From an optimization exercise on the open Yosys and OpenROAD flow, aimed at small area and a short achievable clock period; shortcuts taken in it are not production practice.
The RTL was checked by simulation tests, not by an equivalence proof against the original design.
Power figures rest on the tool's default switching activity, not on a simulated workload.

## dram_addr_map
module dram_addr_map (
    input  wire        clk,
    input  wire        rst,             
    input  wire [1:0]  cfg_bays,        
    input  wire [1:0]  cfg_first_quad,  
    input  wire [15:0] cfg_chan_mask,   
    input  wire [9:0]  cfg_cap_gib,     
    input  wire [2:0]  cfg_log2_nr,     
    input  wire        in_valid,
    input  wire [42:0] in_pa,
    output reg         out_valid,
    output reg  [3:0]  out_bay,
    output reg  [15:0] out_set,
    output reg  [20:0] out_tag,
    output reg         out_edge,
    output reg  [1:0]  out_slot,
    output reg  [3:0]  out_chan,
    output reg  [32:0] out_line,
    output reg         out_sub,
    output reg  [10:0] out_col,
    output reg  [2:0]  out_bg,
    output reg  [1:0]  out_bank,
    output reg  [3:0]  out_rank,
    output reg  [19:0] out_row
);
    function [2:0] add3(input [2:0] a, input [2:0] b);
        begin
            add3[0] = (a[0] & b[0]) | (a[1] & b[2]) | (a[2] & b[1]);
            add3[1] = (a[0] & b[1]) | (a[1] & b[0]) | (a[2] & b[2]);
            add3[2] = (a[0] & b[2]) | (a[1] & b[1]) | (a[2] & b[0]);
        end
    endfunction
    function ge10(input [9:0] a, input [9:0] b);
  ...
==> flow/config.mk <==
export PLATFORM = sky130hd
export DESIGN_NAME = dram_addr_map
export DESIGN_NICKNAME = dram_addr_map
export VERILOG_FILES = /design/flow/design.v
export SDC_FILE = /design/flow/constraint.sdc
export NUM_CORES = 4
export LEC_CHECK = 0
export ABC_AREA = 1
export CAP_MARGIN = 20
export CORE_MARGIN = 2
export CORE_UTILIZATION = 40
export SLEW_MARGIN = 20
==> flow/constraint.sdc <==
create_clock -name core_clock -period 22.0 [get_ports {clk}]
set_input_delay 4.4000 -clock core_clock [delete_from_list [all_inputs] [get_ports {clk}]]
set_output_delay 4.4000 -clock core_clock [all_outputs]
set_load 0.01 [all_outputs]
standard.sh (not shown) runs the stock make flow with config.mk's settings and CLKGATE_MAP_FILE= SYNTH_SCRIPT=/design/flow/synth_recipe.tcl, a recipe that flattens the netlist after the stock synthesis.
==> flow/flow/run.sh <==
#!/bin/bash
# Standard layout, with plain buf_2 cells as the port buffers (the default
# choice is a slow delay buffer), and timing repair aimed at a 16.6 ns setup
# margin on the design's clock (the SDC is unchanged).
set -euo pipefail
export BUFFER_PORTS_ARGS="-buffer_cell sky130_fd_sc_hd__buf_2"
export SETUP_SLACK_MARGIN=16.6
bash standard.sh > standard.log 2>&1
Change:
--- a/flow/design.v
+++ b/flow/design.v
@@ -151,22 +151,19 @@
     wire [2:0] th = lm2 ? pf[17] : lm1 ? t_p1 : pf[18];
     wire [1:0] t  = {th[2], th[1]};
     wire [35:0] st = {dq[35:2], lm2 ? pp[1] : dq[1], (lm1 | lm2) ? pp[0] : dq[0]};
     wire [15:0] tl = t_logic({c_bays, t, q, hi});
     wire [3:0]  i_idx = tl[15:12];
     wire [1:0]  p     = tl[11:10];
     wire        sb    = tl[9];
     wire [1:0]  f     = tl[8:7];
     wire [6:0]  ms2   = tl[6:0];
-    wire [1:0] cc0 = carry5(pp[4:0], t_logic({c_bays, 2'd0, q, hi}));
-    wire [1:0] cc1 = carry5(pp[4:0], t_logic({c_bays, 2'd1, q, hi}));
-    wire [1:0] cc2 = carry5(pp[4:0], t_logic({c_bays, 2'd2, q, hi}));
-    wire [1:0] cc  = ({2{th[0]}} & cc0) | ({2{th[1]}} & cc1) | ({2{th[2]}} & cc2);
+    wire [1:0] cc  = carry5(pp[4:0], tl);
     wire       cp  = cc[1];
     wire       cn  = cc[0];
     reg [36:5] v;
     reg [36:22] vz;                    
     integer    bi;
     always @(*) begin
         v = pp[36:5];
         for (bi = 22; bi < 37; bi = bi + 1) begin
             vz[bi] = ~|(pp[36:22] & ~({15{1'b1}} << (bi - 22)) &
@@ -239,24 +236,28 @@
             end else begin
                 aa[ei] = b1_st[ei];
                 yy[ei] = ~((ei % 2 == 0) ? ((b1_hk0 & ei <= 20) | (b1_hk2 & ei <= 22))
                                          : (b1_hk1 & ei <= 21));
             end
             ga[ei]  = aa[ei] & yy[ei];
             pa_[ei] = aa[ei] ^ yy[ei];
         end
         ga[0] = ga[0] | (pa_[0] & ~b1_sb);
-        for (el = 1; el < 34; el = el * 2)
-            for (ei = 33; ei >= 0; ei = ei - 1)
-                if ((ei / el) % 2 == 1) begin
-                    ga[ei]  = ga[ei] | (pa_[ei] & ga[(ei / el) * el - 1]);
-                    pa_[ei] = pa_[ei] & pa_[(ei / el) * el - 1];
-                end
+        for (el = 1; el < 64; el = el * 2)
+            for (ei = 2*el - 1; ei < 34; ei = ei + 2*el) begin
+                ga[ei]  = ga[ei] | (pa_[ei] & ga[ei - el]);
+                pa_[ei] = pa_[ei] & pa_[ei - el];
+            end
+        for (el = 16; el >= 1; el = el / 2)
+            for (ei = 3*el - 1; ei < 34; ei = ei + 2*el) begin
+                ga[ei]  = ga[ei] | (pa_[ei] & ga[ei - el]);
+                pa_[ei] = pa_[ei] & pa_[ei - el];
+            end
         es[0] = lm0 ? (aa[0] ^ yy[0] ^ ~b1_sb) : hd[0];
         es[1] = lm2 ? hd[1] : (aa[1] ^ yy[1] ^ ga[0]);
         for (ei = 2; ei < 34; ei = ei + 1)
             es[ei] = aa[ei] ^ yy[ei] ^ ga[ei - 1];
     end
     wire [36:0] z = {b1_zh, b1_pl + b1_ms2};
     wire        n2 = c_nh[2];
     wire        n3 = c_nh[3];
     wire        n4 = c_nh[4];
What happened:
- The new run passed the timing, design-rule and antenna checks
- non-clock buffer count increases by 70
- power rose by 8.6%
- design area rises by 7.9%
- first-iteration DRC count came out lower by 0.63%
- worst hold slack degrades by 0.012 ns
- worst setup slack gets worse by 0.0090 ns
- wire length rose by 6.5%
- synthesized cell count fell by 0.89%
- combinational power grows by 17%
- via count rose by 1.6%

========
Another version of the RTL of dram_addr_map (not shown whole).
For scale: roughly 2200 cells after synthesis, roughly 200 I/O pins, about 16000 sq um of cells after synthesis.
==> flow/design.v (excerpt) <==
module dram_addr_map (
    input  wire        clk,
    input  wire        rst,             
    input  wire [1:0]  cfg_bays,        
    input  wire [1:0]  cfg_first_quad,  
    input  wire [15:0] cfg_chan_mask,   
    input  wire [9:0]  cfg_cap_gib,     
    input  wire [2:0]  cfg_log2_nr,     
    input  wire        in_valid,
    input  wire [42:0] in_pa,
    output reg         out_valid,
    output reg  [3:0]  out_bay,
    output reg  [15:0] out_set,
    output reg  [20:0] out_tag,
    output reg         out_edge,
    output reg  [1:0]  out_slot,
    output reg  [3:0]  out_chan,
    output reg  [32:0] out_line,
    output reg         out_sub,
    output reg  [10:0] out_col,
    output reg  [2:0]  out_bg,
    output reg  [1:0]  out_bank,
    output reg  [3:0]  out_rank,
    output reg  [19:0] out_row
);
clock: 22.0 ns
lec_check: 0
abc_area: 1
cap_margin: 20
core_margin: 2
core_utilization: 40
cts_cluster_diameter: 100
cts_cluster_size: 27
slew_margin: 20
==> flow/flow/run.sh <==
#!/bin/bash
# Standard layout (the standard.sh), with two changes made through the
# environment ORFS reads:
#  - plain buf_1 cells as the port buffers (buffer_ports otherwise picks a slow
#    delay buffer); every input and output port still gets one;
#  - timing repair aimed at a 16.5 ns setup margin on the design's clock,
#    i.e. the resizer works until paths fit in 22 - 16.5 ns. The SDC, the
#    clock period and all constraints are unchanged.
# All tool output goes to standard.log here and to ORFS's own logs under orfs/.
set -euo pipefail
export BUFFER_PORTS_ARGS="-buffer_cell sky130_fd_sc_hd__buf_1"
export SETUP_SLACK_MARGIN=16.5
bash standard.sh > standard.log 2>&1
Then changed:
--- a/flow/design.v
+++ b/flow/design.v
@@ -235,29 +235,26 @@
         es[0] = lm0 ? (aa[0] ^ yy[0] ^ ~b1_sb) : hd[0];
         es[1] = lm2 ? hd[1] : (aa[1] ^ yy[1] ^ ga[0]);
         for (ei = 2; ei < 34; ei = ei + 1)
             es[ei] = aa[ei] ^ yy[ei] ^ ga[ei - 1];
     end
     wire [1:0]  cc = carry5(b1_pl, {9'd0, b1_ms2});
     wire        cp = cc[1];
     wire        cn = cc[0];
     reg  [36:5] z_hi;
-    reg  [36:5] v_ones, v_zeros;       
+    reg  [37:5] zc;                    
     integer     zi;
     always @(*) begin
-        v_ones[5]  = 1'b1;
-        v_zeros[5] = 1'b1;
-        for (zi = 6; zi < 37; zi = zi + 1) begin
-            v_ones[zi]  = v_ones[zi-1] & b1_v[zi-1];
-            v_zeros[zi] = v_zeros[zi-1] & ~b1_v[zi-1];
-        end
-        for (zi = 5; zi < 37; zi = zi + 1)
-            z_hi[zi] = b1_v[zi] ^ (cp & v_ones[zi]) ^ (cn & v_zeros[zi]);
+        zc[5] = cp | cn;
+        for (zi = 5; zi < 37; zi = zi + 1) begin
+            zc[zi+1] = zc[zi] & (b1_v[zi] ^ cn);
+            z_hi[zi] = b1_v[zi] ^ zc[zi];
+        end
     end
     wire [36:0] z = {z_hi, b1_pl + b1_ms2[4:0]};
     wire        n2 = c_nh[2];
     wire        n3 = c_nh[3];
     wire        n4 = c_nh[4];
     wire [33:0] x34 = n3 ? es[33:0] : n4 ? z[35:2] : n2 ? z[34:1] : z[33:0];
     wire [32:0] x = x34[32:0];
     wire        in_edge = ge10(x34[33:24], c_cap);
     wire [1:0]  zmod = n3 ? hm : n4 ? z[1:0] : n2 ? {1'b0, z[0]} : 2'd0;
The new run completed without violations.
Non-clock buffer count goes up by 17.
Clock-buffer cell count is unchanged.
Setup slack improved by 47 ps.
Via count goes up by 1.7%.
Critical path depth is unchanged.
Utilization goes up by 1.4 points.
Global-route usage goes up by 0.42 points.

========
Another version of the RTL of dram_addr_map (not shown whole).
Size in the first run: about 2500 cells after synthesis, ~290 flip-flops, ~18000 µm² of cells after synthesis.
export LEC_CHECK = 0
export ABC_AREA = 1
export CAP_MARGIN = 20
export CORE_MARGIN = 2
export CORE_UTILIZATION = 40
export SLEW_MARGIN = 20
create_clock -name core_clock -period 22.0 [get_ports {clk}]
run.sh (not shown) runs the stock make flow with config.mk's settings and CLKGATE_MAP_FILE= SYNTH_SCRIPT=/design/flow/synth_recipe.tcl, a recipe that flattens the netlist after the stock synthesis.
Stock flow here: none of the scripts above is used.
==> next run, changes <==
--- a/flow/design.v
+++ b/flow/design.v
@@ -293,38 +293,49 @@
         z[4:0] = b1_zl[4:0];
         for (zi = 5; zi < 37; zi = zi + 1)
             z[zi] = b1_v[zi] ^ (b1_zl[6] & v_ones[zi]) ^ (b1_zl[5] & v_zeros[zi]);
     end
     wire        n3 = (k_n == 3'd3);
     wire        n2 = (k_n == 3'd2);
     wire        n4 = (k_n == 3'd4);
     wire        n1 = ~n2 & ~n3 & ~n4;
     wire [32:0] x = n3 ? es[32:0] : n4 ? z[34:2] : n2 ? z[33:1] : z[32:0];
     wire        in_edge = ge13(z[36:24], {1'b0, k_ncap});
     wire [1:0]  zmod = n3 ? b1_hm : n4 ? z[1:0] : n2 ? {1'b0, z[0]} : 2'd0;
+    reg [19:0] row;
+    integer    ri, rs;
+    always @(*) begin
+        for (ri = 0; ri < 20; ri = ri + 1) begin
+            row[ri] = 1'b0;
+            for (rs = 0; rs < 8; rs = rs + 1)
+                if (ri + rs < 20)
+                    row[ri] = row[ri] | ((c_lg == rs) &
+                              ((n3 & es[13 + ri + rs]) | (n4 & z[15 + ri + rs]) |
+                               (n2 & z[14 + ri + rs]) | (n1 & z[13 + ri + rs])));
+        end
+    end
     wire [1:0] entry = in_edge ? 2'd0 : zmod;
     reg  [1:0] cpos;
     reg  [2:0] seen;
     integer    bb;
     always @(*) begin
         cpos = 2'd0;
         seen = 3'd0;
         for (bb = 0; bb < 4; bb = bb + 1) begin
             if (b1_mask[bb]) begin
                 if (seen == {1'b0, entry}) cpos = bb[1:0];
                 seen = seen + 3'd1;
             end
         end
     end
     wire [19:0] xh   = x[32:13];
-    wire [19:0] row  = xh >> c_lg;
     wire [19:0] rank = xh & ~(20'hFFFFF << c_lg);
     always @(posedge clk) begin
         if (rst) out_valid <= 1'b0;
         else     out_valid <= v1;
         out_bay  <= b1_bay;
         out_set  <= b1_st[15:0];
         out_tag  <= {1'b0, b1_st[35:16]};
         out_edge <= in_edge;
         out_slot <= z[1:0];
         out_chan <= {b1_quad, cpos};
         out_line <= x;
Outcome:
- setup slack improves by 1.1 ns
- final area came out higher by 4.3%
- synthesized cell count climbs by 6.1%
- wire length came out higher by 6.1%
- non-clock buffer count went up by 2

========
Another version of the RTL of dram_addr_map (not shown whole).
Size: ~2100 cells after synthesis, roughly 260 flip-flops, ~200 I/O pins, roughly 15000 sq um of cells after synthesis.
## dram_addr_map
module dram_addr_map (
    input  wire        clk,
    input  wire        rst,             
    input  wire [1:0]  cfg_bays,        
    input  wire [1:0]  cfg_first_quad,  
    input  wire [15:0] cfg_chan_mask,   
    input  wire [9:0]  cfg_cap_gib,     
    input  wire [2:0]  cfg_log2_nr,     
    input  wire        in_valid,
    input  wire [42:0] in_pa,
    output reg         out_valid,
    output reg  [3:0]  out_bay,
    output reg  [15:0] out_set,
    output reg  [20:0] out_tag,
    output reg         out_edge,
    output reg  [1:0]  out_slot,
    output reg  [3:0]  out_chan,
    output reg  [32:0] out_line,
    output reg         out_sub,
    output reg  [10:0] out_col,
    output reg  [2:0]  out_bg,
    output reg  [1:0]  out_bank,
    output reg  [3:0]  out_rank,
    output reg  [19:0] out_row
);
export LEC_CHECK = 0
export ABC_AREA = 1
export CAP_MARGIN = 20
export CORE_MARGIN = 2
export CORE_UTILIZATION = 40
export CTS_CLUSTER_DIAMETER = 100
export CTS_CLUSTER_SIZE = 27
export SLEW_MARGIN = 20
create_clock -name core_clock -period 22.0 [get_ports {clk}]
standard.sh (not shown) runs the stock make flow with config.mk's settings and CLKGATE_MAP_FILE= SYNTH_SCRIPT=/design/flow/synth_recipe.tcl, a recipe that flattens the netlist after the stock synthesis.
Scripts as last shown in full above: flow/flow/run.sh
Change:
--- a/flow/design.v
+++ b/flow/design.v
@@ -235,40 +235,37 @@
         es[0] = lm0 ? (aa[0] ^ yy[0] ^ ~b1_sb) : hd[0];
         es[1] = lm2 ? hd[1] : (aa[1] ^ yy[1] ^ ga[0]);
         for (ei = 2; ei < 34; ei = ei + 1)
             es[ei] = aa[ei] ^ yy[ei] ^ ga[ei - 1];
     end
     wire [1:0]  cc = carry5(b1_pl, {9'd0, b1_ms2});
     wire        cp = cc[1];
     wire        cn = cc[0];
     reg  [36:5] z_hi;
-    reg  [36:5] v_ones, v_zeros;       
+    reg  [37:5] zc;                    
     integer     zi;
     always @(*) begin
-        v_ones[5]  = 1'b1;
-        v_zeros[5] = 1'b1;
-        for (zi = 6; zi < 37; zi = zi + 1) begin
-            v_ones[zi]  = v_ones[zi-1] & b1_v[zi-1];
-            v_zeros[zi] = v_zeros[zi-1] & ~b1_v[zi-1];
-        end
-        for (zi = 5; zi < 37; zi = zi + 1)
-            z_hi[zi] = b1_v[zi] ^ (cp & v_ones[zi]) ^ (cn & v_zeros[zi]);
+        zc[5] = cp | cn;
+        for (zi = 5; zi < 37; zi = zi + 1) begin
+            zc[zi+1] = zc[zi] & (b1_v[zi] ^ cn);
+            z_hi[zi] = b1_v[zi] ^ zc[zi];
+        end
     end
     wire [36:0] z = {z_hi, b1_pl + b1_ms2[4:0]};
     wire        n2 = c_nh[2];
     wire        n3 = c_nh[3];
     wire        n4 = c_nh[4];
     wire        n1 = ~n2 & ~n3 & ~n4;
     wire [33:0] x34 = ({34{n3}} & es[33:0]) | ({34{n4}} & z[35:2]) |
                       ({34{n2}} & z[34:1]) | ({34{n1}} & z[33:0]);
     wire [32:0] x = x34[32:0];
     wire        in_edge = ge10(x34[33:24], c_cap);
-    wire [1:0]  zmod = ({2{n3}} & hm) | ({2{n4}} & z[1:0]) | {1'b0, n2 & z[0]};
+    wire [1:0]  zmod = n3 ? hm : n4 ? z[1:0] : n2 ? {1'b0, z[0]} : 2'd0;
     wire [5:0] em = {zmod, mask};
     wire [1:0] cpos_z, cpos_0;
     assign cpos_z[0] = (em == 6'd2) | (em == 6'd6) | (em == 6'd8) | (em == 6'd10) | (em == 6'd14) | (em == 6'd19) | (em == 6'd23) | (em == 6'd25) | (em == 6'd26) | (em == 6'd27) | (em == 6'd28) | (em == 6'd31) | (em == 6'd43) | (em == 6'd45) | (em == 6'd46) | (em == 6'd63);
     assign cpos_z[1] = (em == 6'd4) | (em == 6'd8) | (em == 6'd12) | (em == 6'd21) | (em == 6'd22) | (em == 6'd25) | (em == 6'd26) | (em == 6'd28) | (em == 6'd29) | (em == 6'd30) | (em == 6'd39) | (em == 6'd43) | (em == 6'd45) | (em == 6'd46) | (em == 6'd47) | (em == 6'd63);
     assign cpos_0[0] = (mask == 4'd2) | (mask == 4'd6) | (mask == 4'd8) | (mask == 4'd10) | (mask == 4'd14);
     assign cpos_0[1] = (mask == 4'd4) | (mask == 4'd8) | (mask == 4'd12);
     wire [1:0] cpos = in_edge ? cpos_0 : cpos_z;
     wire [19:0] xh   = x[32:13];
     wire [19:0] row  = xh >> c_lg;
Result: Clock skew is higher by 0.0051 ns; total power goes up by 5.4%; critical path depth does not change; worst setup slack degrades by 0.015 ns; hold slack stays flat; cell count went up by 1.5%.

afterwards: timing with drivers on the ports:
How much do the figures lean on ideal ports? The routed layouts below were timed once more, with nothing changed but the port constraints.
Step 1, drivers: a clkbuf_16 drives clk and a buf_2 each remaining input, both assumed.
Step 2, shift: input delay + t, output delay - t, t = (earliest + latest rising clock arrival at the registers) / 2. This alone moves slack from input paths to output paths.
a / b / c = ideal / step 1 / step 2; a / b = the first two.
run | shift t [ns] | setup WS [ns] | worst register clock-pin slew, ns | cell pins on the clock port's net
the first run of note 1 | 0.599 | 16.591 / 16.538 / 16.154 | 0.07 / 0.07 | 1
the second run of note 1 | 0.605 | 16.582 / 16.530 / 16.180 | 0.07 / 0.07 | 1
the first run of note 2 | 0.551 | 16.540 / 16.491 / 16.167 | 0.11 / 0.11 | 1
the second run of note 2 | 0.554 | 16.587 / 16.532 / 16.094 | 0.11 / 0.11 | 1
the first run of note 3 | 0.586 | 14.837 / 14.837 / 14.837 | 0.06 / 0.06 | 1
the second run of note 3 | 0.587 | 15.932 / 15.932 / 15.904 | 0.06 / 0.06 | 1
the first run of note 4 | 0.556 | 16.579 / 16.525 / 16.165 | 0.11 / 0.11 | 1
the second run of note 4 | 0.550 | 16.563 / 16.515 / 16.091 | 0.10 / 0.10 | 1
After both steps every run listed still meets setup and hold. For the second run of note 2, which loses most, drivers alone change the setup slack by -0.055 ns; drivers and shift together by -0.493 ns.
